From an optimization exercise on the open Yosys and OpenROAD flow, aimed at small area, a short achievable clock period and few clock cycles; shortcuts taken in it are not production practice.
The RTL was checked by simulation tests, not by an equivalence proof against the original design.
Power figures rest on the tool's default switching activity, not on a simulated workload.

==> design/flow/design.v <==
module r48_round (
    input  wire               sign,
    input  wire signed [13:0] exp,      
    input  wire        [36:0] mant,     
    input  wire               guard,
    input  wire               sticky,
    output reg         [47:0] result,
    output reg                ovf
);
    wire        round_up = guard & (sticky | mant[0]);
    wire [37:0] sum      = {1'b0, mant} + {37'd0, round_up};
    wire signed [13:0] exp_r = sum[37] ? exp + 14'sd1 : exp;
    wire [35:0] frac     = sum[37] ? 36'd0 : sum[35:0];
    wire signed [13:0] biased = exp_r + 14'sd1023;
    always @* begin
        ovf = 1'b0;
        if (exp_r < -14'sd1022) begin
            result = {sign, 47'd0};
        end else if (exp_r > 14'sd1023) begin
            result = {sign, 11'h7FF, 36'd0};
            ovf    = 1'b1;
        end else begin
            result = {sign, biased[10:0], frac};
        end
    end
endmodule
module r48_divsqrt_core #(
    parameter integer K  = 4,
    parameter integer S  = 40
) (
    input  wire [S/K-1:0] ph,        
    input  wire [S/K-1:0] phs,       
    input  wire [S:0]    rem,
    input  wire [S-1:0]  quo,
    input  wire [S:0]    dvs,
    output wire [S:0]    rem_nx,
    output wire [S-1:0]  quo_nx,
    output wire [3:0]    rem_z,      
    output wire [S:0]    dvs_nx
);
    localparam integer K2 = K / 2;
    wire [S:0]   r [0:K2];
    wire [S-1:0] q [0:K2];
    wire [3:0]   z [1:K2];
    wire [S:0]   x [0:K2];
    assign x[0] = dvs;
    assign r[0] = rem;
    assign q[0] = quo;
    genvar t, b;
    generate
        for (t = 0; t < K2; t = t + 1) begin : g_step
            wire [S-1:0] m1, m2, ms1, ms2;
            for (b = 0; b < S; b = b + 1) begin : g_m
                if ((S - 1 - b) % K == 2 * t) begin : g_1
                    assign m1[b]  = ph[(S - 1 - b) / K];
                    assign ms1[b] = phs[(S - 1 - b) / K];
                end else begin : g_1n
                    assign m1[b]  = 1'b0;
                    assign ms1[b] = 1'b0;
                end
                if ((S - 1 - b) % K == 2 * t + 1) begin : g_2
                    assign m2[b]  = ph[(S - 1 - b) / K];
                    assign ms2[b] = phs[(S - 1 - b) / K];
                end else begin : g_2n
                    assign m2[b]  = 1'b0;
                    assign ms2[b] = 1'b0;
                end
            end
            r48_step2 #(.S(S)) u_step (
                .m1(m1), .m2(m2), .ms1(ms1), .ms2(ms2),
                .dvs(x[t]), .rem(r[t]), .quo(q[t]),
                .dvs_nx(x[t+1]), .rem_nx(r[t+1]), .quo_nx(q[t+1]), .rem_z(z[t+1])
            );
        end
    endgenerate
    assign rem_nx = r[K2];
    assign quo_nx = q[K2];
    assign rem_z  = z[K2];
    assign dvs_nx = x[K2];
endmodule
module r48_step2 #(
    parameter integer S = 40
) (
    input  wire [S-1:0] m1,        
    input  wire [S-1:0] m2,        
    input  wire [S-1:0] ms1,       
    input  wire [S-1:0] ms2,       
    input  wire [S:0]   dvs,       
    input  wire [S:0]   rem,
    input  wire [S-1:0] quo,
    output wire [S:0]   dvs_nx,
    output wire [S:0]   rem_nx,
    output wire [S-1:0] quo_nx,
    output wire [3:0]   rem_z
);
    wire [S:0]   t1  = dvs | {1'b0, ms1};
    wire [S:0]   t20 = dvs | {1'b0, ms2};
    wire [S:0]   t21 = dvs | {ms1, 1'b0} | {1'b0, ms2};
    wire [S+3:0] d1  = {2'b00, rem, 1'b0} - {3'b000, t1};
    wire [S+3:0] d20 = {1'b0, rem, 2'b00} - {3'b000, t20};
    wire [S+3:0] d21 = {1'b0, rem, 2'b00} - {2'b00, t1, 1'b0} - {3'b000, t21};
    wire         f1  = !d1[S+3];
    wire         f2  = f1 ? !d21[S+3] : !d20[S+3];
    assign rem_nx = f1 ? (f2 ? d21[S:0] : {d1[S-1:0], 1'b0})
                       : (f2 ? d20[S:0] : {rem[S-2:0], 2'b00});
    assign quo_nx = quo | (m1 & {S{f1}}) | (m2 & {S{f2}});
    assign dvs_nx = dvs | ({ms1, 1'b0} & {(S+1){f1}}) | ({ms2, 1'b0} & {(S+1){f2}});
    assign rem_z  = {d21 == {(S+4){1'b0}},
                     {rem, 1'b0} == {1'b0, t1},
                     {rem, 2'b00} == {2'b00, t20},
                     rem == {(S+1){1'b0}}};
endmodule
module real48_divsqrt (
    input  wire        clk,
    input  wire        rst,
    input  wire        in_valid,
    output wire        in_ready,
    input  wire        in_op,        
    input  wire [47:0] in_a,
    input  wire [47:0] in_b,
    output reg         out_valid,
    output reg  [47:0] out_result,
    output reg         out_ovf,
    output reg         out_finv,
    output reg         out_fdz
);
    localparam integer K  = 2;           
    localparam integer S  = 38;          
    localparam integer NC = S / K;       
    reg          busy;                   
    reg [NC-1:0] ph;                     
    reg [NC-1:0] phs;                    
    wire         last = ph[NC-1];
    assign in_ready = !busy || last;
    wire accept = in_valid && in_ready && !rst;
    wire        sa = in_a[47];
    wire        sb = in_b[47];
    wire [10:0] ea = in_a[46:36];
    wire [10:0] eb = in_b[46:36];
    wire        fa_nz  = (in_a[35:0] != 36'd0);
    wire        fb_nz  = (in_b[35:0] != 36'd0);
    wire        a_max  = (ea == 11'h7FF);
    wire        b_max  = (eb == 11'h7FF);
    wire        a_nan  = a_max && fa_nz;
    wire        b_nan  = b_max && fb_nz;
    wire        a_inf  = a_max && !fa_nz;
    wire        b_inf  = b_max && !fb_nz;
    wire        a_zero = (ea == 11'd0);
    wire        b_zero = (eb == 11'd0);
    wire        sq     = sa ^ sb;
    reg       spec;
    reg [1:0] spec_kind;
    reg       spec_sign, spec_fdz;
    always @* begin
        spec      = 1'b1;
        spec_kind = 2'd0;
        spec_sign = sq;
        spec_fdz  = 1'b0;
        if (!in_op) begin
            if (a_nan || b_nan || (a_zero && b_zero) || (a_inf && b_inf))
                spec_kind = 2'd2;
            else if (a_inf)  spec_kind = 2'd1;
            else if (b_inf)  spec_kind = 2'd0;
            else if (b_zero) begin spec_kind = 2'd1; spec_fdz = 1'b1; end
            else if (a_zero) spec_kind = 2'd0;
            else             spec = 1'b0;
        end else begin
            spec_sign = sa;
            if (a_nan || (sa && !a_zero)) spec_kind = 2'd2;
            else if (a_zero)              spec_kind = 2'd0;
            else if (a_inf)               spec_kind = 2'd1;
            else                          spec = 1'b0;
        end
    end
    reg       spec_q;
    reg [1:0] kind_q;
    reg       fdz_q;
    reg               sign_q;
    reg               dbl_q;             
    reg signed [13:0] exp_q;
    reg        [S:0]  rem_q;
    reg      [S-1:0]  quo_q;
    reg        [S:0]  div_q;             
    wire signed [13:0] p    = $signed({3'b000, ea}) - 14'sd1059;
    wire signed [13:0] p_ev = p - {13'd0, p[0]};
    wire        [36:0] m_a  = {1'b1, in_a[35:0]};
    wire       a_lt_b   = (in_a[35:0] < in_b[35:0]);
    wire       dbl      = in_op ? p[0] : a_lt_b;
    wire [S:0] rem_init = dbl ? ({{(S+1-37){1'b0}}, m_a} << (S-37))
                              : ({{(S+1-37){1'b0}}, m_a} << (S-38));
    wire [S:0]   rem_nx;
    wire [S-1:0] quo_nx;
    wire [3:0]   rem_z;
    wire [S:0]   dvs_nx;
    r48_divsqrt_core #(.K(K), .S(S)) u_core (
        .ph(ph), .phs(phs), .rem(rem_q), .quo(quo_q), .dvs(div_q),
        .rem_nx(rem_nx), .quo_nx(quo_nx), .rem_z(rem_z), .dvs_nx(dvs_nx)
    );
    reg               o_spec;
    reg [1:0]         o_kind;
    reg               o_fdz;
    reg               o_sign;
    reg signed [13:0] o_exp;             
    reg        [36:0] o_mant;            
    reg               o_guard;
    reg        [3:0]  o_rem_z;
    wire        rem_nz   = !o_rem_z[{o_mant[0], o_guard}];
    wire        r_sticky = rem_nz;
    wire [36:0] r_mant   = o_mant;
    wire        r_guard  = o_guard;
    wire signed [13:0] r_exp = o_exp;
    wire [47:0] rnd_res;
    wire        rnd_ovf;
    r48_round u_round (
        .sign(o_sign), .exp(r_exp), .mant(r_mant),
        .guard(r_guard), .sticky(r_sticky),
        .result(rnd_res), .ovf(rnd_ovf)
    );
    wire [47:0] res_c = !o_spec ? rnd_res :
                        (o_kind == 2'd2) ? 48'h7FF8_0000_0000 :
                        {o_sign, {11{o_kind[0]}}, 36'd0};
    wire        ovf_c  = !o_spec && rnd_ovf;
    wire        finv_c = o_spec && o_kind[1];
    wire        fdz_c  = o_spec && o_fdz;
    reg         o_valid;
    wire done = busy && last;
    always @(posedge clk) begin
        if (rst) begin
            busy      <= 1'b0;
            spec_q    <= 1'b0;
            o_valid   <= 1'b0;
            out_valid <= 1'b0;
        end else begin
            o_valid   <= done | spec_q;
            out_valid <= o_valid;
            spec_q    <= accept && spec;
            if (accept && !spec) busy <= 1'b1;
            else if (last)       busy <= 1'b0;
        end
        out_result <= res_c;
        out_ovf    <= ovf_c;
        out_finv   <= finv_c;
        out_fdz    <= fdz_c;
        o_spec   <= !done;
        o_sign   <= sign_q;
        o_kind   <= kind_q;
        o_fdz    <= fdz_q;
        o_exp    <= dbl_q ? exp_q - 14'sd1 : exp_q;
        o_mant   <= quo_nx[S-1:S-37];
        o_guard  <= quo_nx[S-38];
        o_rem_z  <= rem_z;
        if (accept) begin
            kind_q  <= spec_kind;
            dbl_q   <= !in_op && a_lt_b;
            fdz_q   <= spec_fdz;
            sign_q  <= in_op && !spec ? 1'b0 : spec_sign;
            exp_q   <= in_op ? 14'sd18 + (p_ev >>> 1)
                             : $signed({3'b000, ea}) - $signed({3'b000, eb});
        end
        if (accept) begin
            rem_q   <= rem_init;
            quo_q   <= {S{1'b0}};
            div_q   <= in_op ? {(S+1){1'b0}} : {1'b0, 1'b1, in_b[35:0], {(S-37){1'b0}}};
            ph      <= {{(NC-1){1'b0}}, 1'b1};
            phs     <= {{(NC-1){1'b0}}, in_op};
        end else begin
            rem_q   <= rem_nx;
            quo_q   <= quo_nx;
            div_q   <= dvs_nx;
            ph      <= {ph[NC-2:0], 1'b0};
            phs     <= {phs[NC-2:0], 1'b0};
        end
    end
endmodule
==> design/flow/run.sh <==
#!/bin/bash
# synth_recipe.tcl (not shown) runs the flow's synth.tcl, then flattens the netlist and writes it again
# the make line also repeats each setting of config.mk as NAME=value (left out here)
make -C /OpenROAD-flow-scripts/flow DESIGN_CONFIG=/design/flow/config.mk WORK_HOME=/design/flow/orfs CLKGATE_MAP_FILE= SYNTH_SCRIPT=/design/flow/synth_recipe.tcl finish
==> design/flow/config.mk <==
export PLATFORM = sky130hd
export DESIGN_NAME = real48_divsqrt
export DESIGN_NICKNAME = real48_divsqrt
export VERILOG_FILES = /design/flow/design.v
export SDC_FILE = /design/flow/constraint.sdc
export NUM_CORES = 4
export LEC_CHECK = 0
export CAP_MARGIN = 20
export CORE_MARGIN = 2
export CORE_UTILIZATION = 40
export SETUP_SLACK_MARGIN = 5
export SLEW_MARGIN = 20
export TNS_END_PERCENT = 5
==> design/flow/constraint.sdc <==
create_clock -name core_clock -period 10.0 [get_ports {clk}]
set_input_delay 2.0000 -clock core_clock [delete_from_list [all_inputs] [get_ports {clk}]]
set_output_delay 2.0000 -clock core_clock [all_outputs]
set_load 0.01 [all_outputs]
==> impl_results.md, run 1 <==
- Outcome: finished clean
- CP startpoint kind: input pin
- Placed wire-length estimate: 52,300 µm
- First-pass GRT wire length: 106,000 µm
- DRC violations left: 0
- Final core occ: 47.0%
- Synthesized area per cell: 8.05 µm²
- Clock-pin slew on the worst setup and hold paths: 0.06 ns
- Simple-gate share of the synthesized area: 19.2%
- Initial core utilization: 40.4%
- Critical-path maximum fanout: 22
- Mux share of post-synthesis cell area: 3.04%
- Total Die Area: 53,400 µm²
- Total power: 9190 µW
- Measured slew at the worst slew-check pin: 0.903 ns
- Synth warn: 3
- Largest family of logic cells by synthesized area: compound AO/OA/AOI/OAI gates
- TNS Setup: 0 ns
- Root Buffer: clkbuf_16
- Unrepaired setup endpoints after global routing: yes
- GRT Total Usage: 25.2%
- Leak: 0.0104 µW
- Vias in the first global route: 18,700
- Synth Area in Compound Gates: 21.8%
- Largest net degree at the start of global routing: 178
- Crit path capture type: flip-flop
- Netlist Area Pre-Place: 20,600 µm²
- Arr. time, crit path: 5.56 ns
- Post-Synthesis Cells: 2,563
- Pwr per Cell Area: 382 nW/µm²
- CTS tree: yes
- Final Skew: 0.0538 ns
- Worst hold margin: 0.350 ns
- Maximum vdd drop: 272 µV
- Launch point of the worst path: in_a[26]
- PnR worst setup slack: 4.90 ns
- Adder-cell share of the synthesized area: 14.1%
- Die H: 231 µm
- Initial antenna violation count: 0
- Clock latency on the worst-skew pair: 0.58 ns
- DR WL/cell: 20.1 µm
- Seq/Total Area, Yosys: 28.4%
- Hold_sp: kind_q[1]
- Drt pass-1 iters: 6
- Post-route ant nets: 0
- Reg2reg start: phs[7]
- Final setup viols: 0
- Port bufs: 152
- H-tree depth: 2
- Chip width: 231 µm
- Placer Congestion: 0.987
- 1st-iter DRT viols: 1,464
- Total gr overflow: 0
- Slew headroom: 39.7%
- Mapped Nets: 2,872
- FMAX: 196 MHz
- Io pins: 153
- Vias: 19,100
- DR vias/cell: 5.68
- Slowest CP cell: clkdlybuf4s50_1
- Core area: 51,100 µm²
- Pre-CTS WS: 3.64 ns
- Buf/Inv on CP: 2
- Xor-xnor portion of the synthesized cell area: 7.60%
- CP top delay family: compound AO/OA/AOI/OAI gates
- Clock tree buffer depth: 3
- Clk sink count: 284
- Synth cell types: 74
- Ys async rst share: 0%
- Row Count: 83
- Synth-to-Final Area Change: 16.5%
- CP Data Required Time: 10.46 ns
- Largest stage delay, worst path: 0.60 ns
- Hold crit path type: reg -> reg
- Synth Flop Type: dfxtp_1
- ANT cells: 0
- CP cell instances: clkdlybuf4s50_1, ha_1, a21o_1, a21o_1, a211oi_1, o221ai_1, a41oi_2, a21o_4, buf_8, mux2_2, nor2_1, a211oi_1, o211a_1
- Number of buffers created by CTS: 35
- Layout cells sized above 1: 4.69%
- Flops & latches, synth: 284
- Final hold violation count: 0
- DRT Wirelength: 67,700 µm
- Post-synth EDFFs: 18
- # Max-Cap Violations: 0
- Layout Nets: 2,969
- Max-slew violation count: 0
- Setup CP Type: in -> reg
- Minimum clock period: 5.10 ns
- Fin crit share: 51.0%
-- Yosys cell counts (all sizes together), types with 18 or more instances --
cell	n	area (µm²)
o21bai	22	165
dfxtp	266	5330
and2	89	557
inv	203	762
a211oi	39	293
o22ai	19	119
fa	39	781
nand2	165	619
a21oi	258	1290
mux2i	39	390
nor3	56	280
and3	21	131
xnor2	96	841
a21o	91	683
o21ai	125	626
nor2b	20	125
xor2	83	727
clkbuf	91	343
o21a	23	173
nand3	61	310
edfxtp	18	541
nor2	238	893
nand4	47	300
mux2	21	236
a31oi	21	131
ha	170	2130
or3	29	181
nor4	32	215
nand2b	18	113
-- cells in the final DEF (no fill, tap or decap), types with 7 or more instances in the layout --
cell type and count:
buf_4 11, o221ai_1 7, nand3_1 60, o22ai_1 19, edfxtp_1 18, and4_1 9
a211oi_1 38, nor3_1 55, o21ai_0 122, o211ai_1 16, mux2_2 21, and2_1 88
clkbuf_16 36, mux2i_1 38, or3_1 28, a21o_1 90, xor2_1 83, a31oi_1 21
clkdlybuf4s50_1 152, o31ai_1 10, dfxtp_1 266, and3_1 21, nor2b_1 20, xnor2_1 96
a221oi_1 11, o21bai_1 22, nand2_1 165, nor2_1 238, ha_1 170, inv_1 203
fa_1 39, nand4_1 46, nand2b_1 18, nor4_1 31, a21oi_1 257, o21a_1 23
a21boi_0 7
-- kinds of logic (layout without fill, tap and decap cells) --
kind of cell | after synthesis | in the layout
AO/OA/AOI/OAI | 714 | 714
XOR/XNOR | 179 | 179
adder cells (fa/ha/maj) | 209 | 209
buffers and inverters | 312 | 435
flip-flops | 284 | 284
multiplexers | 60 | 60
AND/OR/NAND/NOR | 805 | 805
-- layer usage --
layer	share of wire [%]	track usage [%]	vias to the layer above
met5	0	0	-
met4	4.9	11.2	0
met3	5.5	3.00	157
met2	45	41.8	659
met1	44	33.0	9025
li1	-	-	9278
-- layout make-up --
type                            count  area, µm²
Sequential cell                   284       5870
Timing Repair Buffer              168       1690
Multi-Input combinational cell   1967      13700
Clock inverter                     19        246
Fill cell                        5109      27100
Clock buffer                       44        960
Inverter                          204        766
Tap cell                          680        851
-- metrics by stage --
stage                     cell area, µm²  cells
after floorplan                    20600   2563
after global placement             22700   3301
after detailed placement           22700   3301
after CTS                          24000   3364
after global routing               24000   3366
final                              24000   3366
-- flip-flops by register name, indices dropped and copies added, names as in the netlist, 13 cells and up --
name,flops
ph,19
div_q,38
o_exp,14
out_result,48
rem_q,39
quo_q,38
o_mant,37
exp_q,13
phs,19
-- what timing repair did --
action	4_1_cts	5_1_grt
pin swaps	0	0
setup endpoints to repair	95	72
endpoints found under the hold margin	0	0
setup buffers	0	2
gates resized for setup	15	8
hold buffers	0	0
-- worst paths after layout --
kind,end,slack (ns),cells past startpoint
setup / recovery,rem_q[35],4.90,13
hold / removal,o_kind[1],0.35,0
setup reg to reg,quo_q[6],5.16,16
hold reg to reg,o_kind[1],0.35,0
-- power breakdown --
group / switching, µW / internal, µW
combinational: 3810 / 2400
sequential: 255 / 1390
clock: 543 / 796
Testbench counts, summed over its fixed seeds: cycles 58,178.
==> run 2, diff against run 1 <==
--- a/design/flow/config.mk
+++ b/design/flow/config.mk
@@ -8,6 +8,4 @@
 export CAP_MARGIN = 20
 export CORE_MARGIN = 2
 export CORE_UTILIZATION = 40
-export SETUP_SLACK_MARGIN = 5
 export SLEW_MARGIN = 20
-export TNS_END_PERCENT = 5
==> run 2 against run 1 <==
Net effect: sequential share of layout area is 0.11 points higher; highest routed layer unchanged; largest cell class unchanged; hold slack about the same; flip-flop and latch count unchanged; global-route usage hardly changed; design area is 0.46% lower; still clean; largest power group unchanged; synthesized cell count unchanged; combinational power decreased by 1%.
==> impl_results.md, run 2 <==
- Vias: 19,000
- Seq/Total Area, Yosys: 28.4%
- Setup CP Type: reg -> reg
- DR WL/cell: 20.1 µm
- Layout Nets: 2,967
- Netlist Area Pre-Place: 20,600 µm²
- Clock latency on the worst-skew pair: 0.58 ns
- First-pass GRT wire length: 106,000 µm
- PostCTS Resize Cnt: 0
- Top layer in use: met4
- Clock tree buffer depth: 3
- Top cells by area, synth: dfxtp_1 26%, ha_1 10%, a21oi_1 6.3%, nor2_1 4.3%, xnor2_1 4.1%
- Post-Route M1 WL: 30,100 µm
- Inst Count DP: 3,301
- Initial core utilization: 40.4%
- Post-Synthesis Cells: 2,563
- Post-synth top cells: 266 x dfxtp_1, 258 x a21oi_1, 238 x nor2_1
- Drt pass-1 iters: 6
- Leak: 0.0104 µW
- Vias in the first global route: 18,700
- ANT cells: 0
- Total gr overflow: 0
- Most frequent cells in the layout: 266 x dfxtp_1, 257 x a21oi_1, 238 x nor2_1
- Critical-path maximum fanout: 66
- H-tree depth: 2
- Slew headroom: 30.0%
- Row Count: 83
- Ys async rst share: 0%
- GRT Total Usage: 25.2%
- Synth cell types: 74
- Hold buffer count at cts: 0
- Worst hold margin: 0.350 ns
- 1st-iter DRT viols: 1,404
- Max-slew violation count: 0
- Top Registers: out_result: 48 flops, rem_q: 39 flops
- Largest stage delay, worst path: 0.67 ns
- Mapped Nets: 2,872
- CP startpoint kind: flip-flop
- Unrepaired setup endpoints after global routing: no
- Non-filler cells, final: 3,364
- Io pins: 153
- Post-synth EDFFs: 18
- Yosys top cell area share: 25.8%
- Arr. time, crit path: 6.21 ns
- Largest Register: out_result
- Post-synth top area cell: dfxtp_1
- CTS tree: yes
- Fin crit share: 57.8%
- Synth Flop Type: dfxtp_1
- Most common cell after layout, fill and taps aside: dfxtp_1
- Largest net degree at the start of global routing: 178
- Synth-to-Final Area Change: 16.0%
- Final Skew: 0.0516 ns
- Pwr per Cell Area: 381 nW/µm²
- CP Data Required Time: 10.43 ns
- Placer Congestion: 0.987
- CP cell instances: inv_1, ha_1, fa_1, ha_1, nor2b_1, o31a_1, o31a_1, nor3_1, o31a_1, o31ai_1, a221oi_4, buf_4, mux2i_4, buf_4, a21o_1, and2_1
- Initial antenna violation count: 0
- Max FFs per register: 48
- Clock-pin slew on the worst setup and hold paths: 0.06 ns
- Port bufs: 152
- Number of buffers created by CTS: 35
- Hold crit path type: reg -> reg
- Measured slew at the worst slew-check pin: 1.04 ns
- Root Buffer: clkbuf_16
- Final setup viols: 0
- Crit path capture type: flip-flop
- FMAX: 173 MHz
- DRC violations left: 0
- Minimum clock period: 5.78 ns
- Die H: 231 µm
- TNS Setup: 0 ns
- Core area: 51,100 µm²
- Layout cells sized above 1: 4.32%
- Clk sink count: 284
- Flops & latches, synth: 284
- Post-CTS Setup Bufs: 0
- Maximum vdd drop: 239 µV
- Slowest CP cell: buf_4
- Synth warn: 3
- Total Die Area: 53,400 µm²
- DR vias/cell: 5.65
- Detail Route met3 WL: 3690 µm
- Count leader, synth: dfxtp_1
- Total power: 9110 µW
- Post-route ant nets: 0
- Final hold violation count: 0
- Synthesized area per cell: 8.05 µm²
- Placed wire-length estimate: 52,300 µm
- # Max-Cap Violations: 0
- Routed wl met2: 30,700 µm
- Pre-CTS WS: 3.64 ns
- Outcome: finished clean
- PnR worst setup slack: 4.22 ns
- Chip width: 231 µm
- DRT Wirelength: 67,600 µm
- Most used cell, CP: o31a_1
==> run 2: cell counts after synthesis <==
Identical to the previous run, type by type.
==> run 2: logic make-up (layout without fill, tap and decap cells) <==
kind of cell	count (synthesis)	count (layout)	synth area share [%]
and+or+nand+nor	805	805	19.2
xor gates and xnor gates	179	179	7.60
buffers and inverters	312	433	5.87
adders and majority gates	209	209	14.1
DFF	284	284	28.4
AOI/OAI and AO/OA	714	714	21.8
muxes	60	60	3.04
==> run 2: path summary, 6_finish.rpt <==
path	startpoint	endpoint	slack, ns	depth (start not counted)
worst max register to register	phs[18]	quo_q[6]	4.22	16
worst min-delay path	kind_q[1]	o_kind[1]	0.35	0
worst min register to register	kind_q[1]	o_kind[1]	0.35	0
worst max-delay path	phs[18]	quo_q[6]	4.22	16
==> run 2: area by class of cell <==
class	count	area (µm²)
Clock buffer	44	960
Clock inverter	19	246
Fill cell	5120	27200
Inverter	204	766
Multi-Input combinational cell	1967	13600
Sequential cell	284	5870
Tap cell	680	851
Timing Repair Buffer	166	1640
==> run 2: critical path, delay by kind of cell, from the launching register on <==
kind	cells	cell delay (ns)
adders and majority gates	3	1.08
muxes	1	0.29
DFF	1	0.45
AOI/OAI and AO/OA	6	1.88
and+or+nand+nor	3	0.74
buffers and inverters	3	1.18
==> run 2: power breakdown <==
group / internal [µW] / total [µW] / switching (µW)
Sequential: 1390 / 1650 / 254
Clock: 796 / 1340 / 544
Combinational: 2340 / 6130 / 3780
==> run 2: per-layer routing <==
layer | global-route usage, % | vias to the layer above
met3 | 3.17 | 145
li1 | - | 9268
met5 | 0 | -
met1 | 32.9 | 8956
met4 | 11.1 | 0
met2 | 41.8 | 621
==> run 2: stage by stage <==
stage / utilization, % / instance area (µm²)
final: 46.8 / 23900
after floorplan: - / 20600
after CTS: 46.8 / 23900
after global placement: 44.5 / 22700
after global routing: 46.8 / 23900
after detailed placement: 44.5 / 22700
==> run 3, diff against run 2 <==
--- a/design/flow/config.mk
+++ b/design/flow/config.mk
@@ -8,4 +8,5 @@
 export CAP_MARGIN = 20
 export CORE_MARGIN = 2
 export CORE_UTILIZATION = 40
+export SETUP_SLACK_MARGIN = 5
 export SLEW_MARGIN = 20
==> run 3 against run 2 <==
Net effect: sequential share of layout area is 0.13 points lower; worst setup slack better by 0.86 ns; global-route usage hardly changed; register-to-register slack better by 0.95 ns; still clean; area after synthesis stayed put; fmax is 17% higher; design area is 0.53% higher; cell count hardly changed; utilization is 0.25 points higher; clock skew hardly changed; critical endpoint is now rem_q[7]; sequential power hardly changed; die area stayed put.
==> impl_results.md, run 3 <==
- Outcome: finished clean
- Clock-pin slew on the worst setup and hold paths: 0.06 ns
- Synth Flop Type: dfxtp_1
- Pwr per Cell Area: 383 nW/µm²
- Critical-path maximum fanout: 16
- Number of buffers created by CTS: 35
- Measured slew at the worst slew-check pin: 0.911 ns
- Fin crit share: 49.2%
- Drt pass-1 iters: 5
- Initial antenna violation count: 0
- First-pass GRT wire length: 106,000 µm
- Max-slew violation count: 0
- Count leader, synth: dfxtp_1
- Io pins: 153
- Hold depth: 0
- Final Skew: 0.0518 ns
- Clock tree buffer depth: 3
- Ys async rst share: 0%
- Largest Register: out_result
- CP cell instances: clkdlybuf4s50_1, ha_1, a21o_1, a21o_1, a211oi_1, o221ai_1, a41oi_2, a21o_4, buf_4, mux2_2, o22ai_1, a21oi_1
- Most common cell after layout, fill and taps aside: dfxtp_1
- Hold_sp: kind_q[1]
- Post-route ant nets: 0
- Initial core utilization: 40.4%
- Top cells by area, synth: dfxtp_1 26%, ha_1 10%, a21oi_1 6.3%, nor2_1 4.3%, xnor2_1 4.1%
- Post-Synthesis Cells: 2,563
- Total power: 9200 µW
- Placed wire-length estimate: 52,300 µm
- Synthesized area per cell: 8.05 µm²
- Arr. time, crit path: 5.36 ns
- Die H: 231 µm
- DR vias/cell: 5.66
- Crit path capture type: flip-flop
- Hold crit path type: reg -> reg
- Layout Nets: 2,970
- Clock latency on the worst-skew pair: 0.58 ns
- Vias: 19,100
- ANT cells: 0
- Vias in the first global route: 18,700
- Top Registers: out_result: 48 flops, rem_q: 39 flops
- Yosys top cell area share: 25.8%
- Total Die Area: 53,400 µm²
- Port bufs: 152
- Reg2reg start: phs[7]
- DRC violations left: 0
- Flops & latches, synth: 284
- Final setup viols: 0
- Netlist Area Pre-Place: 20,600 µm²
- Total gr overflow: 0
- GRT met1 Usage: 33.0%
- Buf/Inv on CP: 2
- Largest stage delay, worst path: 0.59 ns
- Post-synth top cells: 266 x dfxtp_1, 258 x a21oi_1, 238 x nor2_1
- CTS tree: yes
- Total of fill cells in the finished design: 5,109
- Hold endpoint: o_kind[1]
- Unrepaired setup endpoints after global routing: yes
- H-tree depth: 2
- # Max-Cap Violations: 0
- Post-synth top area cell: dfxtp_1
- Core area: 51,100 µm²
- TNS Setup: 0 ns
- Seq/Total Area, Yosys: 28.4%
- Layout cells sized above 1: 4.76%
- Chip width: 231 µm
- Largest net degree at the start of global routing: 178
- GRT Total Usage: 25.2%
- Leak: 0.0104 µW
- Synth warn: 3
- Hold buffer count at cts: 0
- Reg2Reg Depth: 16
- Max FFs per register: 48
- CP startpoint kind: input pin
- 1st-iter DRT viols: 1,462
- Slowest CP cell: clkdlybuf4s50_1
- CP Data Required Time: 10.44 ns
- DR WL/cell: 20.1 µm
- Maximum vdd drop: 270 µV
- Minimum clock period: 4.92 ns
- M3 GR Usage: 3.00%
- Placer Congestion: 0.987
- Row Count: 83
- Mapped Nets: 2,872
- Clk sink count: 284
- GRT busiest layer: met2
- Synth cell types: 74
- Synth-to-Final Area Change: 16.6%
- Most frequent cells in the layout: 266 x dfxtp_1, 257 x a21oi_1, 238 x nor2_1
- Post-synth EDFFs: 18
- Final hold violation count: 0
- CP top delay family: compound AO/OA/AOI/OAI gates
- R2R Setup Slk: 5.17 ns
- Most used cell, CP: a21o_1
- FF-to-FF End: quo_q[16]
- Setup CP Type: in -> reg
- FMAX: 203 MHz
- Met2 Track Usage GR: 41.8%
- Root Buffer: clkbuf_16
- DRT Wirelength: 67,800 µm
- Slew headroom: 39.1%
-- run 3: worst reg2reg max path, stage by stage, from the launching register on --
cell	delay [ns]
dfxtp_1	0.39
or3_1	0.41
fa_1	0.49
inv_1	0.04
ha_1	0.40
a21o_1	0.22
a21o_1	0.17
a21oi_1	0.42
o221a_2	0.28
o31a_2	0.30
o31ai_2	0.15
a221oi_4	0.27
clkbuf_16	0.36
mux2i_4	0.15
buf_8	0.24
a21o_1	0.24
and2_1	0.15
-- run 3: cell families after synthesis --
kind of cell | after synthesis | synth area share [%]
simple gates | 805 | 19.2
mux | 60 | 3.04
compound gates | 714 | 21.8
xor+xnor | 179 | 7.60
fa+ha+maj | 209 | 14.1
buf+inv | 312 | 5.87
flops | 284 | 28.4
-- run 3: worst max-delay path by stage --
stage                     startpoint        end  slack, ns  depth (start not counted)
after floorplan             in_b[18]  rem_q[15]       5.33                         12
after global placement      in_a[18]  rem_q[35]       3.73                         13
after detailed placement    in_a[18]  rem_q[35]       3.64                         13
after CTS                   in_b[35]  rem_q[35]       4.98                         14
after global routing         phs[18]  rem_q[29]       4.99                         14
final                       in_a[26]   rem_q[7]       5.08                         12
-- run 3: layer usage --
layer	routed length, µm	share of wire (%)	vias up
met5	0	0	-
li1	-	-	9280
met3	3770	5.6	163
met1	30100	44	8954
met4	3340	4.9	0
met2	30600	45	657
-- run 3: report_power, final --
| part | total [µW] | switching, µW | internal (µW) |
|---|---|---|---|
| clock network | 1340 | 546 | 796 |
| registers | 1650 | 255 | 1390 |
| logic | 6210 | 3810 | 2400 |
| total | 9200 | 4610 | 4590 |
-- run 3: area by class of cell --
| class | count | area, µm² | area share (%) |
|---|---|---|---|
| clock buffer | 44 | 960 | 3.99 |
| clock inverter | 19 | 246 | 1.02 |
| inverter | 204 | 766 | 3.18 |
| multi-input combinational | 1967 | 13700 | 56.8 |
| sequential | 284 | 5870 | 24.4 |
| tap | 680 | 851 | 3.54 |
| timing repair buffer | 169 | 1700 | 7.08 |
-- run 3: per-stage QoR --
stage          cells  instance area [µm²]  worst slack [ns]  utilization [%]  hold slack [ns]
2_1_floorplan   2563                20600              5.33                -            0.323
4_1_cts         3364                24000              4.98             47.0            0.351
3_5_place_dp    3301                22700              3.64             44.5            0.337
3_3_place_gp    3301                22700              3.73             44.5            0.327
5_1_grt         3367                24000              4.99             47.1            0.367
6_report        3367                24000              5.08             47.1            0.350
-- run 3: timing repair --
item,CTS,global route
gates cloned,0,0
buffers inserted,0,3
endpoints found under the setup margin,95,51
gates resized for setup,18,8
==> run 4, diff against run 3 <==
--- a/design/flow/config.mk
+++ b/design/flow/config.mk
@@ -5,8 +5,8 @@
 export SDC_FILE = /design/flow/constraint.sdc
 export NUM_CORES = 4
 export LEC_CHECK = 0
-export CAP_MARGIN = 20
+export CAP_MARGIN = 5
 export CORE_MARGIN = 2
 export CORE_UTILIZATION = 40
 export SETUP_SLACK_MARGIN = 5
-export SLEW_MARGIN = 20
+export SLEW_MARGIN = 5
==> run 4 against run 3 <==
Net effect: area after synthesis unchanged; die area unchanged; power about the same; utilization about the same; cell count unchanged; first-iteration DRC count unchanged; count of clock-buffer cells in the layout unchanged.
==> impl_results.md, run 4 <==
- Measured slew at the worst slew-check pin: 1.08 ns
- Netlist Area Pre-Place: 20,600 µm²
- Core area: 51,100 µm²
- Slew headroom: 26.9%
- Outcome: finished clean
- DR vias/cell: 5.65
- Final core occ: 47.1%
- Minimum clock period: 4.92 ns
- Port bufs: 152
- Synth warn: 3
- Total gr overflow: 0
- FMAX: 203 MHz
- Die H: 231 µm
- CTS tree: yes
- Post-synth top area cell: dfxtp_1
- Yosys top cell area share: 25.8%
- H-tree depth: 2
- Final Skew: 0.0520 ns
- Vias in the first global route: 18,700
- DRC violations left: 0
- # Max-Cap Violations: 0
- Clock latency on the worst-skew pair: 0.58 ns
- GRT Total Usage: 25.2%
- Total Die Area: 53,400 µm²
- Placed wire-length estimate: 52,300 µm
- Top Registers: out_result: 48 flops, rem_q: 39 flops
- PnR worst setup slack: 5.08 ns
- Hold crit path type: reg -> reg
- Count leader, synth: dfxtp_1
- Clock-pin slew on the worst setup and hold paths: 0.06 ns
- Ys async rst share: 0%
- Layout Nets: 2,970
- Total power: 9210 µW
- Fin crit share: 49.2%
- Seq/Total Area, Yosys: 28.4%
- Most common cell after layout, fill and taps aside: dfxtp_1
- First-pass GRT wire length: 106,000 µm
- DRT Wirelength: 67,800 µm
- Mapped Nets: 2,872
- Top cells by area, synth: dfxtp_1 26%, ha_1 10%, a21oi_1 6.3%, nor2_1 4.3%, xnor2_1 4.1%
- Post-synth EDFFs: 18
- Chip width: 231 µm
- Largest Register: out_result
- Synth Flop Type: dfxtp_1
- Number of buffers created by CTS: 35
- Final hold violation count: 0
- Layout cells sized above 1: 4.73%
- Critical-path maximum fanout: 16
- CP Data Required Time: 10.44 ns
- Pwr per Cell Area: 383 nW/µm²
- Drt pass-1 iters: 5
- Initial antenna violation count: 0
- DR WL/cell: 20.2 µm
- Hold buffer count at cts: 0
- Hold_sp: kind_q[1]
- Clock tree buffer depth: 3
- Launch point of the worst path: in_a[26]
- Max FFs per register: 48
- Synth cell types: 74
- Reg2reg start: phs[7]
- Arr. time, crit path: 5.36 ns
- Unrepaired setup endpoints after global routing: yes
- Synth-to-Final Area Change: 16.6%
- Post-route ant nets: 0
- Maximum vdd drop: 270 µV
- Setup CP Type: in -> reg
- CP startpoint kind: input pin
- Pre-CTS WS: 3.64 ns
- Root Buffer: clkbuf_16
- Initial core utilization: 40.4%
- Clk sink count: 284
- Flops & latches, synth: 284
- Crit path capture type: flip-flop
- Most frequent cells in the layout: 266 x dfxtp_1, 257 x a21oi_1, 238 x nor2_1
- Largest net degree at the start of global routing: 178
- Io pins: 153
- Placer Congestion: 0.987
- Leak: 0.0104 µW
- Row Count: 83
- Vias: 19,000
- TNS Setup: 0 ns
- Max-slew violation count: 0
- Post-synth top cells: 266 x dfxtp_1, 258 x a21oi_1, 238 x nor2_1
- Post-Synthesis Cells: 2,563
- Synthesized area per cell: 8.05 µm²
- Final setup viols: 0
- 1st-iter DRT viols: 1,462
- ANT cells: 0
[run 4: cell counts after synthesis]
Identical to the previous run, type by type.
[run 4: what timing repair did]
item / in CTS / in global routing
endpoints found under the setup margin: 95 / 51
resized for setup: 18 / 8
buffers inserted: 0 / 3
[run 4: critical path, cell delays in order]
cell and delay, ns:
clkdlybuf4s50_1 0.59, ha_1 0.45, a21o_1 0.18, a21o_1 0.24
a211oi_1 0.33, o221ai_1 0.27, a41oi_2 0.28, a21o_4 0.14
buf_4 0.25, mux2_2 0.37, o22ai_1 0.17, a21oi_1 0.06
[run 4: final timing paths]
check / endpoint / slack, ns / cells past startpoint
setup / recovery: rem_q[7] / 5.08 / 12
hold reg to reg: o_kind[1] / 0.35 / 0
hold / removal: o_kind[1] / 0.35 / 0
setup reg to reg: quo_q[16] / 5.17 / 16
[run 4: area by class of cell]
cell class	instances	area, µm²
fillers	5110	27000
multi-input cells	1967	13700
flip-flops and latches	284	5870
repair buffers	169	1700
clock buffers	44	960
well taps	680	851
inverters	204	766
clock inverters	19	246
[run 4: metrics by stage]
step / area (µm²) / hold WS, ns / instances
5_1_grt: 24000 / 0.367 / 3367
2_1_floorplan: 20600 / 0.323 / 2563
6_report: 24000 / 0.350 / 3367
3_5_place_dp: 22700 / 0.337 / 3301
3_3_place_gp: 22700 / 0.327 / 3301
4_1_cts: 24000 / 0.351 / 3364
[run 4: metal layers]
| layer | GRT usage, % | wire length (µm) |
|---|---|---|
| met5 | 0 | 0 |
| met4 | 11.2 | 3310 |
| met3 | 3.00 | 3690 |
| met2 | 41.8 | 30700 |
| met1 | 33.0 | 30200 |
[run 4: report_power, final]
group,switching (µW),total [µW],internal [µW]
combinational,3810,6220,2400
clock,545,1340,796
sequential,255,1650,1390
[run 4: cells by family (layout without fill, tap and decap cells)]
group | after synthesis | count (layout) | share of synthesized area (%)
AO/OA/AOI/OAI | 714 | 714 | 21.8
XOR/XNOR | 179 | 179 | 7.60
adder cells (fa/ha/maj) | 209 | 209 | 14.1
buffers and inverters | 312 | 436 | 5.87
flip-flops | 284 | 284 | 28.4
multiplexers | 60 | 60 | 3.04
AND/OR/NAND/NOR | 805 | 805 | 19.2
==> run 5, diff against run 4 <==
==> design/flow/flow/run.sh (new file) <==
#!/bin/bash
set -euo pipefail
bash standard.sh SETUP_SLACK_MARGIN=7 finish > standard.log 2>&1
==> design/flow/standard.sh (new file) <==
#!/bin/bash
# synth_recipe.tcl (not shown) runs the flow's synth.tcl, then flattens the netlist and writes it again
# the make line also repeats each setting of config.mk as NAME=value (left out here)
make -C /OpenROAD-flow-scripts/flow DESIGN_CONFIG=/design/flow/config.mk WORK_HOME=/design/flow/orfs CLKGATE_MAP_FILE= SYNTH_SCRIPT=/design/flow/synth_recipe.tcl "${@:-finish}"
==> design/flow/config.mk (replaced) <==
export PLATFORM = sky130hd
export DESIGN_NAME = real48_divsqrt
export DESIGN_NICKNAME = real48_divsqrt
export VERILOG_FILES = /design/flow/design.v
export SDC_FILE = /design/flow/constraint.sdc
export NUM_CORES = 4
export LEC_CHECK = 0
export CAP_MARGIN = 20
export CORE_MARGIN = 2
export CORE_UTILIZATION = 40
export SLEW_MARGIN = 20
removed: design/flow/run.sh
==> run 5 against run 4 <==
Net effect: flip-flop and latch count unchanged; die area unchanged; utilization up 8.8 points; worst setup slack better by 0.73 ns; via count up 9.3%; sequential power about the same; count of clock-buffer cells in the layout up 3; largest cell class unchanged; first-iteration DRC count up 32%; global-route usage up 3.0 points; highest routed layer is now met5; sequential share of layout area down 3.5 points; critical path depth up 2; clock power about the same.
==> impl_results.md, run 5 <==
- CP Data Required Time: 10.46 ns
- Placer Congestion: 0.978
- Minimum clock period: 4.19 ns
- Critical-path maximum fanout: 8
- Top cells by area, synth: dfxtp_1 26%, ha_1 10%, a21oi_1 6.3%, nor2_1 4.3%, xnor2_1 4.1%
- Detail Route met3 WL: 7030 µm
- Post-route ant nets: 0
- Largest net degree at the start of global routing: 97
- Slew headroom: 45.7%
- Synthesized area per cell: 8.05 µm²
- DR vias/cell: 5.86
- Maximum vdd drop: 276 µV
- Placed wire-length estimate: 52,000 µm
- CP cell instances: dlygate4sd2_1, ha_1, a211oi_2, o21bai_1, a21oi_2, o211ai_1, a41oi_2, buf_6, a21o_4, buf_12, mux2_4, nor2_4, a211oi_2, o211a_1
- Yosys top cell area share: 25.8%
- Hold crit path type: reg -> reg
- Fin crit share: 41.9%
- Initial core utilization: 40.4%
- TNS Setup: 0 ns
- Root Buffer: clkbuf_16
- Outcome: finished clean
- Reg2reg start: phs[16]
- Netlist Area Pre-Place: 20,600 µm²
- H-tree depth: 2
- 1st-iter DRT viols: 1,928
- Largest Register: out_result
- Most common cell after layout, fill and taps aside: dfxtp_1
- Ys async rst share: 0%
- Post-Synthesis Cells: 2,563
- Clock-pin slew on the worst setup and hold paths: 0.07 ns
- Hold_sp: kind_q[1]
- Clock latency on the worst-skew pair: 0.57 ns
- Row Count: 83
- Initial antenna violation count: 5
- DRT Wirelength: 80,200 µm
- DRC violations left: 0
- Simple-gate share of the synthesized area: 19.2%
- Synth warn: 3
- Max FFs per register: 48
- GRT Total Usage: 28.2%
- Pwr per Cell Area: 405 nW/µm²
- Mux share of post-synthesis cell area: 3.04%
- Clock tree buffer depth: 3
- Post-synth EDFFs: 18
- Largest family of logic cells by synthesized area: compound AO/OA/AOI/OAI gates
- Total of fill cells in the finished design: 4,606
- Crit path capture type: flip-flop
- # Max-Cap Violations: 0
- Most frequent cells in the layout: 212 x dfxtp_1, 207 x a21oi_1, 182 x nor2_1
- Arr. time, crit path: 4.64 ns
- Chip width: 231 µm
- Launch point of the worst path: in_a[5]
- DR WL/cell: 22.6 µm
- Layout Nets: 3,151
- Largest stage delay, worst path: 0.36 ns
- Unrepaired setup endpoints after global routing: yes
- Number of buffers created by CTS: 34
- Seq/Total Area, Yosys: 28.4%
- Buf/Inv on CP: 3
- Setup CP Type: in -> reg
- Vias: 20,800
- Final core occ: 55.9%
- Port bufs: 152
- Flops & latches, synth: 284
- Count leader, synth: dfxtp_1
- CTS tree: yes
- Synth cell types: 74
- Leak: 0.0124 µW
- Die H: 231 µm
- FMAX: 239 MHz
- Io pins: 153
- CP startpoint kind: input pin
- Worst hold margin: 0.342 ns
- Measured slew at the worst slew-check pin: 0.807 ns
- Clk sink count: 284
- Hold buffer count at cts: 0
- Final Skew: 0.0314 ns
- Final hold violation count: 0
- Top layer in use: met5
- Layout cells sized above 1: 27.2%
- Post-synth top cells: 266 x dfxtp_1, 258 x a21oi_1, 238 x nor2_1
- Final setup viols: 0
- Drt pass-1 iters: 7
- CP top delay family: compound AO/OA/AOI/OAI gates
- Top Registers: out_result: 48 flops, rem_q: 39 flops
- Synth-to-Final Area Change: 38.5%
- Total gr overflow: 0
- Max-slew violation count: 0
- Vias in the first global route: 19,900
- Post-Route M1 WL: 33,400 µm
- Total Die Area: 53,400 µm²
- Synth Flop Type: dfxtp_1
- Adder-cell share of the synthesized area: 14.1%
- Most used cell, CP: a211oi_2
- Slowest CP cell: ha_1
- First-pass GRT wire length: 116,000 µm
- Synth Area in Compound Gates: 21.8%
- Core area: 51,100 µm²
- Routed wl met2: 35,100 µm
- Post-synth top area cell: dfxtp_1
- Mapped Nets: 2,872
- Xor-xnor portion of the synthesized cell area: 7.60%
## run 5: cell counts after synthesis
Identical to the previous run, type by type.
## run 5: metrics by stage
step           power [µW]  setup WS [ns]  std cells  cell area, µm²
6_report            11600           5.81       3551           28600
3_3_place_gp         7650           3.81       3300           23000
2_1_floorplan        6130           5.78       2563           21100
5_1_grt             12200           5.73       3549           28600
3_5_place_dp         7710           3.76       3300           23000
4_1_cts             10400           5.86       3489           26700
## run 5: logic make-up after synthesis
| group | count (synthesis) |
|---|---|
| buffers and inverters | 312 |
| AND/OR/NAND/NOR | 805 |
| flip-flops | 284 |
| AO/OA/AOI/OAI | 714 |
| multiplexers | 60 |
| XOR/XNOR | 179 |
| adder cells (fa/ha/maj) | 209 |
## run 5: area by class of cell
class / instances / area (µm²) / share of cell area (%)
timing repair buffer: 347 / 3840 / 13.4
multi-input combinational: 1971 / 15900 / 55.5
tap: 680 / 851 / 2.98
clock inverter: 15 / 194 / 0.679
sequential: 284 / 5960 / 20.9
clock buffer: 47 / 1010 / 3.55
inverter: 204 / 828 / 2.90
antenna: 3 / 7.51 / 0.0263
## run 5: repair_timing
| action | in CTS | in global routing |
|---|---|---|
| gates cloned | 20 | 14 |
| gates resized for setup | 765 | 350 |
| setup buffers | 107 | 45 |
| endpoints found under the setup margin | 329 | 246 |
| pin swaps | 111 | 168 |
## run 5: path summary, 6_finish.rpt
kind,to,slack [ns],cells after the start
max,rem_q[35],5.81,14
min,o_kind[1],0.34,0
max reg2reg,quo_q[16],5.83,18
min reg2reg,o_kind[1],0.34,0
## run 5: where the power goes
group	switching, µW	leakage [µW]	internal (µW)	total [µW]
clock	541	0.000580	797	1340
combinational	4890	0.00942	3670	8560
sequential	264	0.00239	1390	1660
## run 5: layer usage
layer / vias up / GRT usage [%]
met3: 249 / 5.77
met5: - / 0
met1: 9944 / 36.7
met4: 4 / 14.0
li1: 9677 / -
met2: 925 / 44.4
==> run 6, diff against run 5 <==
==> design/flow/flow/run.sh (replaced) <==
#!/bin/bash
set -euo pipefail
bash standard.sh SETUP_SLACK_MARGIN=5.7 finish > standard.log 2>&1
==> run 6 against run 5 <==
Net effect: via count is 6.4% lower; cell count is 4.0% lower; routed wire length is 11% lower; fmax is 3.7% lower; critical path depth is 4 higher; sequential power hardly changed; clock skew hardly changed; synthesized cell count stayed put; clock power hardly changed; hold slack better by 0.0020 ns; largest cell class unchanged; critical path type is now reg -> reg; global-route usage is 2.3 points lower; non-clock buffer count is 138 lower.
==> impl_results.md, run 6 <==
- Non-filler cells, final: 3,408
- Netlist Area Pre-Place: 20,600 µm²
- Placed wire-length estimate: 52,400 µm
- Largest Register: out_result
- Top Registers: out_result: 48 flops, rem_q: 39 flops
- CTS tree: yes
- CP Data Required Time: 10.44 ns
- Clock latency on the worst-skew pair: 0.57 ns
- Flops & latches, synth: 284
- Most common cell after layout, fill and taps aside: dfxtp_1
- Synthesized area per cell: 8.05 µm²
- Initial antenna violation count: 4
- Maximum vdd drop: 212 µV
- Pwr per Cell Area: 402 nW/µm²
- Hold_sp: fdz_q
- Outcome: finished clean
- Count leader, synth: dfxtp_1
- Measured slew at the worst slew-check pin: 0.810 ns
- Reg2Reg Depth: 18
- Final core occ: 49.2%
- Post-synth top cells: 266 x dfxtp_1, 258 x a21oi_1, 238 x nor2_1
- GRT Total Usage: 25.9%
- Post-Synthesis Cells: 2,563
- Launch point of the worst path: div_q[4]
- Hold depth: 0
- Placer Congestion: 0.974
- Final hold violation count: 0
- Hold endpoint: o_fdz
- Arr. time, crit path: 4.78 ns
- Largest net degree at the start of global routing: 178
- H-tree depth: 2
- FMAX: 230 MHz
- Synth Flop Type: dfxtp_1
- Max FFs per register: 48
- Post-synth top area cell: dfxtp_1
- DR vias/cell: 5.71
- Setup CP Type: reg -> reg
- Yosys top cell area share: 25.8%
- Seq/Total Area, Yosys: 28.4%
- 1st-iter DRT viols: 1,555
- Minimum clock period: 4.35 ns
- Final setup viols: 0
- Synth-to-Final Area Change: 22.0%
- Vias: 19,500
- Leak: 0.0110 µW
- Clock-pin slew on the worst setup and hold paths: 0.06 ns
- Post-synth EDFFs: 18
- Core area: 51,100 µm²
- Layout Nets: 3,012
- Die H: 231 µm
- Register area: 5880 µm²
- CP startpoint kind: flip-flop
- Mapped Nets: 2,872
- Clk sink count: 284
- Drt pass-1 iters: 5
- Clock tree buffer depth: 3
- Synth cell types: 74
- ANT cells: 0
- Unrepaired setup endpoints after global routing: yes
- Post-route ant nets: 0
- Top cells by area, synth: dfxtp_1 26%, ha_1 10%, a21oi_1 6.3%, nor2_1 4.3%, xnor2_1 4.1%
- Layout cells sized above 1: 10.3%
- # Max-Cap Violations: 0
- Io pins: 153
- Most frequent cells in the layout: 260 x dfxtp_1, 243 x a21oi_1, 234 x nor2_1
- Total gr overflow: 0
- Reg2reg start: div_q[4]
- Number of buffers created by CTS: 36
- Inst Count DP: 3,301
- DR WL/cell: 21.0 µm
- Multi-input logic area: 14,200 µm²
- First-pass GRT wire length: 108,000 µm
- Root Buffer: clkbuf_16
- Vias in the first global route: 18,900
- Port bufs: 152
- Slew headroom: 45.6%
- Ys async rst share: 0%
- TNS Setup: 0 ns
- Fin crit share: 43.5%
- DRT Wirelength: 71,600 µm
- Final Skew: 0.0310 ns
- Max-slew violation count: 0
- Synth warn: 3
- Hold crit path type: reg -> reg
- Total of fill cells in the finished design: 4,969
- FF-to-FF End: quo_q[28]
- Row Count: 83
- DRC violations left: 0
- Critical-path maximum fanout: 9
- Total Die Area: 53,400 µm²
- Crit path capture type: flip-flop
- Initial core utilization: 40.4%
- Chip width: 231 µm
- R2R Setup Slk: 5.65 ns
[run 6: worst max-delay path by stage]
stage / depth (start not counted) / endpoint / slack [ns]
after floorplan: 13 / rem_q[30] / 5.70
after global placement: 14 / rem_q[35] / 3.42
after detailed placement: 14 / rem_q[35] / 3.66
after CTS: 17 / quo_q[6] / 5.68
after global routing: 18 / quo_q[18] / 5.61
final: 18 / quo_q[28] / 5.65
[run 6: cell families after synthesis]
kind of cell    synth area share (%)
mux                             3.04
fa+ha+maj                       14.1
xor+xnor                        7.60
buf+inv                         5.87
flops                           28.4
compound gates                  21.8
simple gates                    19.2
[run 6: final cells by class]
class,instances,area share [%]
Tap cell,680,3.38
Sequential cell,284,23.4
Multi-Input combinational cell,1968,56.4
Clock buffer,45,4.04
Inverter,204,3.04
Clock inverter,18,0.706
Timing Repair Buffer,209,9.07
[run 6: metrics by stage]
stage                     area (µm²)  hold WS (ns)  power [µW]  setup WS [ns]
after detailed placement       22700         0.334        7630           3.66
after global placement         22700         0.332        7600           3.42
final                          25100         0.344       10100           5.65
after floorplan                20700         0.323        5950           5.70
after global routing           25100         0.361       10800           5.61
after CTS                      24500         0.347        9450           5.68
[run 6: timing repair]
item	in CTS	in global routing
setup endpoints to repair	104	98
resized for setup	167	131
hold buffers	0	0
pin swaps	23	57
cloned	6	6
setup buffers	19	13
[run 6: per-layer routing]
metal	vias up	global-route usage (%)	part of all wire (%)
li1	9374	-	-
met1	9189	33.8	43
met2	718	42.7	45
met3	186	3.04	6.6
met4	4	12.5	5.1
met5	-	0	0.036
[run 6: power by group]
| part | leakage (µW) | switching (µW) | internal [µW] |
|---|---|---|---|
| Sequential | 0.00237 | 253 | 1390 |
| Clock | 0.000574 | 550 | 759 |
| Combinational | 0.00810 | 4260 | 2910 |
[run 6: critical path, cell delays in order (launching register included)]
cell,delay (ns)
dfxtp_2,0.32
or3_4,0.38
fa_1,0.54
inv_2,0.05
ha_4,0.21
o21a_1,0.22
o31a_1,0.18
o31a_1,0.34
nor3_4,0.30
o31a_1,0.20
buf_6,0.15
o31ai_4,0.08
a221oi_4,0.33
buf_12,0.18
mux2i_4,0.08
buf_12,0.17
buf_12,0.15
a21o_1,0.19
and2_1,0.15
==> run 7, diff against run 6 <==
==> design/flow/flow/run.sh (replaced) <==
#!/bin/bash
set -euo pipefail
bash standard.sh SETUP_SLACK_MARGIN=6 finish > standard.log 2>&1
--- a/design/flow/config.mk
+++ b/design/flow/config.mk
@@ -8,4 +8,5 @@
 export CAP_MARGIN = 20
 export CORE_MARGIN = 2
 export CORE_UTILIZATION = 40
+export PLACE_DENSITY_LB_ADDON = 0.2
 export SLEW_MARGIN = 20
==> run 7 against run 6 <==
Net effect: critical path type unchanged; utilization increased by 2.7 points; register-to-register slack better by 0.16 ns; sequential power barely moved; combinational power is 15% higher; area after synthesis is the same; critical endpoint is now rem_q[34]; clock power about the same.
==> impl_results.md, run 7 <==
- Most frequent cells in the layout: 250 x dfxtp_1, 218 x nor2_1, 217 x a21oi_1
- Buf/Inv on CP: 5
- Top Registers: out_result: 48 flops, rem_q: 39 flops
- Max FFs per register: 48
- Xor-xnor portion of the synthesized cell area: 7.60%
- TNS Setup: 0 ns
- Final hold violation count: 0
- FMAX: 239 MHz
- Slowest CP cell: fa_1
- Synth Flop Type: dfxtp_1
- Critical-path maximum fanout: 8
- Adder-cell share of the synthesized area: 14.1%
- Minimum clock period: 4.19 ns
- Most common cell after layout, fill and taps aside: dfxtp_1
- Total power: 11,200 µW
- Die H: 231 µm
- Placer Congestion: 0.960
- Clk sink count: 284
- Synth warn: 3
- Port bufs: 152
- Largest family of logic cells by synthesized area: compound AO/OA/AOI/OAI gates
- DRT Wirelength: 72,500 µm
- DRC violations left: 0
- H-tree depth: 2
- 1st-iter DRT viols: 1,437
- Mapped Nets: 2,872
- Top cells by area, synth: dfxtp_1 26%, ha_1 10%, a21oi_1 6.3%, nor2_1 4.3%, xnor2_1 4.1%
- Post-route ant nets: 0
- Clock tree buffer depth: 3
- Row Count: 83
- Count leader, synth: dfxtp_1
- Final Skew: 0.0239 ns
- Clock latency on the worst-skew pair: 0.56 ns
- Post-synth top area cell: dfxtp_1
- Pwr per Cell Area: 424 nW/µm²
- Hold buffer count at cts: 0
- Pre-CTS WS: 3.33 ns
- Post-synth EDFFs: 18
- Synth Area in Compound Gates: 21.8%
- Maximum vdd drop: 274 µV
- Synthesized area per cell: 8.05 µm²
- Netlist Area Pre-Place: 20,600 µm²
- CP startpoint kind: flip-flop
- Io pins: 153
- PnR worst setup slack: 5.81 ns
- Setup CP Type: reg -> reg
- Largest net degree at the start of global routing: 91
- Seq/Total Area, Yosys: 28.4%
- Vias in the first global route: 19,300
- Measured slew at the worst slew-check pin: 0.975 ns
- Final setup viols: 0
- Root Buffer: clkbuf_16
- DR WL/cell: 21.0 µm
- Chip width: 231 µm
- First-pass GRT wire length: 111,000 µm
- Yosys top cell area share: 25.8%
- Flops & latches, synth: 284
- CP cell instances: or3_4, fa_1, inv_2, ha_4, o21a_1, o31a_1, o31a_1, nor3_4, o31a_4, o31ai_4, a221oi_4, buf_4, buf_12, buf_12, buf_16, o211a_1, a211oi_2
- Number of buffers created by CTS: 35
- Total Die Area: 53,400 µm²
- Placed wire-length estimate: 52,200 µm
- Leak: 0.0114 µW
- # Max-Cap Violations: 0
- Fin crit share: 41.9%
- Post-synth top cells: 266 x dfxtp_1, 258 x a21oi_1, 238 x nor2_1
- Hold crit path type: reg -> reg
- CP top delay family: compound AO/OA/AOI/OAI gates
- Drt pass-1 iters: 5
- GRT Total Usage: 26.6%
- Worst hold margin: 0.346 ns
- Total gr overflow: 0
- Core area: 51,100 µm²
- Largest Register: out_result
- Largest stage delay, worst path: 0.51 ns
- Synth-to-Final Area Change: 28.6%
- Slew headroom: 34.4%
- Max-slew violation count: 0
- Layout cells sized above 1: 17.1%
- Clock-pin slew on the worst setup and hold paths: 0.06 ns
- Initial antenna violation count: 5
- Crit path capture type: flip-flop
- CTS tree: yes
- DR vias/cell: 5.69
- Synth cell types: 74
- Unrepaired setup endpoints after global routing: yes
- Outcome: finished clean
- Simple-gate share of the synthesized area: 19.2%
- Vias: 19,700
- Final core occ: 51.9%
- Layout Nets: 3,060
- Arr. time, crit path: 4.66 ns
- Ys async rst share: 0%
- Post-Synthesis Cells: 2,563
- CP Data Required Time: 10.47 ns
- Initial core utilization: 40.4%
- Mux share of post-synthesis cell area: 3.04%
[run 7: cell types whose count changed in the layout (fill, tap and decap cells not counted), moves of 14 or more]
cell	previous run	this run
a211oi_1	36	21
a21oi_1	243	217
a21oi_2	14	36
buf_4	35	63
buf_6	5	21
clkbuf_2	3	17
dlymetal6s2s_1	31	8
nor2_1	234	218
[run 7: stage by stage]
stage / instance area, µm² / instances
final: 26500 / 3457
after global routing: 26500 / 3454
after CTS: 25500 / 3432
after detailed placement: 22800 / 3302
after global placement: 22800 / 3302
after floorplan: 20700 / 2563
[run 7: kinds of logic after synthesis]
group	Yosys count
flip-flops	284
AO/OA/AOI/OAI	714
adder cells (fa/ha/maj)	209
AND/OR/NAND/NOR	805
XOR/XNOR	179
buffers and inverters	312
multiplexers	60
[run 7: area by class of cell]
type | count | area (µm²)
antenna | 3 | 7.51
clock buffer | 43 | 966
clock inverter | 17 | 226
fill | 4943 | 24600
inverter | 204 | 791
multi-input combinational | 1968 | 15000
sequential | 284 | 5900
tap | 680 | 851
timing repair buffer | 258 | 2810
[run 7: timing repair]
| action | 4_1_cts | 5_1_grt |
|---|---|---|
| setup endpoints to repair | 176 | 141 |
| pin swaps | 87 | 106 |
| buffers inserted | 58 | 20 |
| gates resized for setup | 351 | 263 |
| gates cloned | 12 | 2 |
[run 7: path summary, 6_finish.rpt]
kind,from,end,slack (ns),cells after the start
setup reg to reg,div_q[4],rem_q[34],5.81,17
hold / removal,kind_q[1],o_kind[1],0.35,0
hold reg to reg,kind_q[1],o_kind[1],0.35,0
setup / recovery,div_q[4],rem_q[34],5.81,17
[run 7: power breakdown]
group          internal [µW]  leakage [µW]  switching (µW)
sequential              1390       0.00237             258
clock                    794      0.000580             536
combinational           3540       0.00842            4720
total                   5730        0.0114            5520
[run 7: metal layers]
metal | up-vias | share of wire, % | GRT usage, %
li1 | 9484 | - | -
met3 | 169 | 6.0 | 3.60
met1 | 9337 | 42 | 33.7
met2 | 679 | 47 | 45.4
met5 | - | 0 | 0
met4 | 0 | 4.7 | 10.9
==> run 8, diff against run 7 <==
--- a/design/flow/config.mk
+++ b/design/flow/config.mk
@@ -8,5 +8,4 @@
 export CAP_MARGIN = 20
 export CORE_MARGIN = 2
 export CORE_UTILIZATION = 40
-export PLACE_DENSITY_LB_ADDON = 0.2
 export SLEW_MARGIN = 20
==> run 8 against run 7 <==
Net effect: via count grew 1.3%; combinational power is 6.3% lower; register-to-register slack improved by 0.02 ns; synthesized cell count unchanged; worst setup slack worse by 0.021 ns; critical endpoint is now rem_q[35]; largest cell class unchanged.
==> impl_results.md, run 8 <==
- Slew headroom: 45.0%
- Minimum clock period: 4.21 ns
- Total gr overflow: 0
- Yosys top cell area share: 25.8%
- Drt pass-1 iters: 6
- Total Die Area: 53,400 µm²
- Mapped Nets: 2,872
- M3 GR Usage: 4.55%
- Reg2Reg Depth: 17
- Multi-input logic area: 14,700 µm²
- Post-synth EDFFs: 18
- Leak: 0.0113 µW
- Final core occ: 51.1%
- H-tree depth: 2
- Top Registers: out_result: 48 flops, rem_q: 39 flops
- Synthesized area per cell: 8.05 µm²
- Vias in the first global route: 19,200
- Vias: 19,900
- Placer Congestion: 1.01
- Critical Path Sink: rem_q[35]
- First-pass GRT wire length: 111,000 µm
- Launch point of the worst path: in_a[35]
- R2R Setup Slk: 5.83 ns
- Most frequent cells in the layout: 251 x dfxtp_1, 240 x a21oi_1, 223 x nor2_1
- Outcome: finished clean
- Post-route ant nets: 0
- Critical-path maximum fanout: 8
- Met2 Track Usage GR: 42.7%
- Maximum vdd drop: 234 µV
- Core area: 51,100 µm²
- FMAX: 237 MHz
- Chip width: 231 µm
- GRT Total Usage: 26.6%
- Non-filler cells, final: 3,448
- Placed wire-length estimate: 51,600 µm
- Fin crit share: 42.1%
- Number of buffers created by CTS: 36
- DRT Wirelength: 74,200 µm
- Post-synth top area cell: dfxtp_1
- Layout Nets: 3,047
- Seq/Total Area, Yosys: 28.4%
- Io pins: 153
- Crit path capture type: flip-flop
- Worst hold margin: 0.339 ns
- Post-synth top cells: 266 x dfxtp_1, 258 x a21oi_1, 238 x nor2_1
- Most common cell after layout, fill and taps aside: dfxtp_1
- Max-slew violation count: 0
- Unrepaired setup endpoints after global routing: yes
- CP Data Required Time: 10.45 ns
- Measured slew at the worst slew-check pin: 0.819 ns
- Ys async rst share: 0%
- Largest net degree at the start of global routing: 89
- Final Skew: 0.0389 ns
- Setup CP Type: in -> reg
- Layout cells sized above 1: 14.3%
- Register area: 5890 µm²
- Die H: 231 µm
- Row Count: 83
- GRT met1 Usage: 34.4%
- DR vias/cell: 5.78
- Hold buffer count at cts: 0
- Reg2reg start: phs[8]
- Inst Count DP: 3,301
- Total of fill cells in the finished design: 4,992
- Pwr per Cell Area: 414 nW/µm²
- Final setup viols: 0
- DRC violations left: 0
- Clock-pin slew on the worst setup and hold paths: 0.06 ns
- Initial antenna violation count: 7
- Final hold violation count: 0
- Root Buffer: clkbuf_16
- Post-Synthesis Cells: 2,563
- Synth cell types: 74
- Clock tree buffer depth: 3
- Clock latency on the worst-skew pair: 0.57 ns
- # Max-Cap Violations: 0
- Largest Register: out_result
- Initial core utilization: 40.4%
- Synth warn: 3
- Count leader, synth: dfxtp_1
- Synth-to-Final Area Change: 26.6%
- Top cells by area, synth: dfxtp_1 26%, ha_1 10%, a21oi_1 6.3%, nor2_1 4.3%, xnor2_1 4.1%
- Flops & latches, synth: 284
- DR WL/cell: 21.5 µm
- Synth Flop Type: dfxtp_1
- Max FFs per register: 48
- FF-to-FF End: rem_q[33]
- CP startpoint kind: input pin
- Netlist Area Pre-Place: 20,600 µm²
- TNS Setup: 0 ns
- Hold crit path type: reg -> reg
- Clk sink count: 284
- GRT busiest layer: met2
- Arr. time, crit path: 4.66 ns
- CTS tree: yes
- 1st-iter DRT viols: 1,513
- Port bufs: 152
run 8: cell count changes in the layout (fill, tap and decap cells not counted), moves of 8 or more:
cell	previous run	this run
a21oi_1	217	240
a21oi_2	36	13
buf_12	20	12
clkbuf_2	17	5
dlygate4sd2_1	27	36
run 8: critical path, cell delays in order:
cell	delay, ns
buf_6	0.12
ha_4	0.26
nand4_1	0.13
nor2_4	0.20
nand4_1	0.29
a2111oi_4	0.42
a41oi_2	0.25
a21o_4	0.26
buf_12	0.15
mux2_4	0.31
nor2_4	0.08
a211oi_2	0.04
o211a_1	0.12
run 8: cells by family after synthesis:
family | share of synthesized area [%]
multiplexers | 3.04
AND/OR/NAND/NOR | 19.2
flip-flops | 28.4
buffers and inverters | 5.87
AO/OA/AOI/OAI | 21.8
adder cells (fa/ha/maj) | 14.1
XOR/XNOR | 7.60
run 8: power breakdown:
part	internal, µW	total [µW]	switching, µW
Clock	863	1410	547
Sequential	1390	1650	256
Combinational	3260	7740	4480
run 8: worst min-delay path by stage:
stage	startpoint	end	slack [ns]	cells after the start
floorplan	fdz_q	o_fdz	0.32	0
global placement	fdz_q	o_fdz	0.33	0
detailed placement	kind_q[0]	o_kind[0]	0.33	0
CTS	kind_q[0]	o_kind[0]	0.34	0
global route	kind_q[1]	o_kind[1]	0.36	0
finish	kind_q[0]	o_kind[0]	0.34	0
run 8: routing by layer:
layer	share of wire (%)	wire, µm	up-vias
met4	5.3	3950	6
met2	45	33300	792
met3	7.0	5180	199
li1	-	-	9478
met1	43	31600	9455
met5	0.053	39	-
run 8: area by class of cell:
type                    count  share of cell area [%]
diodes                      2                  0.0192
multi-input cells        1973                    56.4
repair buffers            239                    9.77
flip-flops and latches    284                    22.6
clock buffers              51                    3.98
well taps                 680                    3.26
inverters                 204                    3.05
clock inverters            15                   0.934
run 8: repair_timing:
item	4_1_cts	5_1_grt
setup endpoints to repair	194	153
resized for setup	337	153
setup buffers	40	24
pin swaps	68	59
gates cloned	11	4
run 8: through the flow:
stage | total power, µW | setup WS, ns | cell area, µm²
2_1_floorplan | 5950 | 5.77 | 20700
3_3_place_gp | 7540 | 3.69 | 22800
3_5_place_dp | 7610 | 3.70 | 22800
4_1_cts | 9900 | 5.87 | 25300
5_1_grt | 11400 | 5.73 | 26100
6_report | 10800 | 5.79 | 26100

-- port drivers added, routing unchanged --
Ports are ideal in the flow. The routed layouts listed here were re-timed in OpenROAD. Step 1, drivers: a clkbuf_16 drives clk and a buf_2 each remaining input, both assumed. Step 2 also shifts input and output timing later by t, the mid clock arrival at the registers, as if the neighbouring blocks saw the same clock. Three values: ideal, step 1, step 2; two values: the first two.
run	shift t [ns]	slack for setup (ns)	worst setup path at the end
run 1	0.610	4.897 / 4.927 / 4.317	input to register
run 2	0.610	4.217 / 4.217 / 3.744	input to register
run 3	0.610	5.078 / 5.108 / 4.498	input to register
run 4	0.610	5.079 / 5.108 / 4.498	input to register
run 5	0.607	5.814 / 5.802 / 5.195	input to register
run 6	0.612	5.653 / 5.653 / 5.106	input to register
run 7	0.605	5.809 / 5.809 / 5.220	input to register
run 8	0.611	5.789 / 5.796 / 5.186	input to register
After both steps setup and hold are still met in every run listed. The setup slack of run 5, which loses most, moves by -0.012 ns with the drivers and by -0.619 ns with both steps.
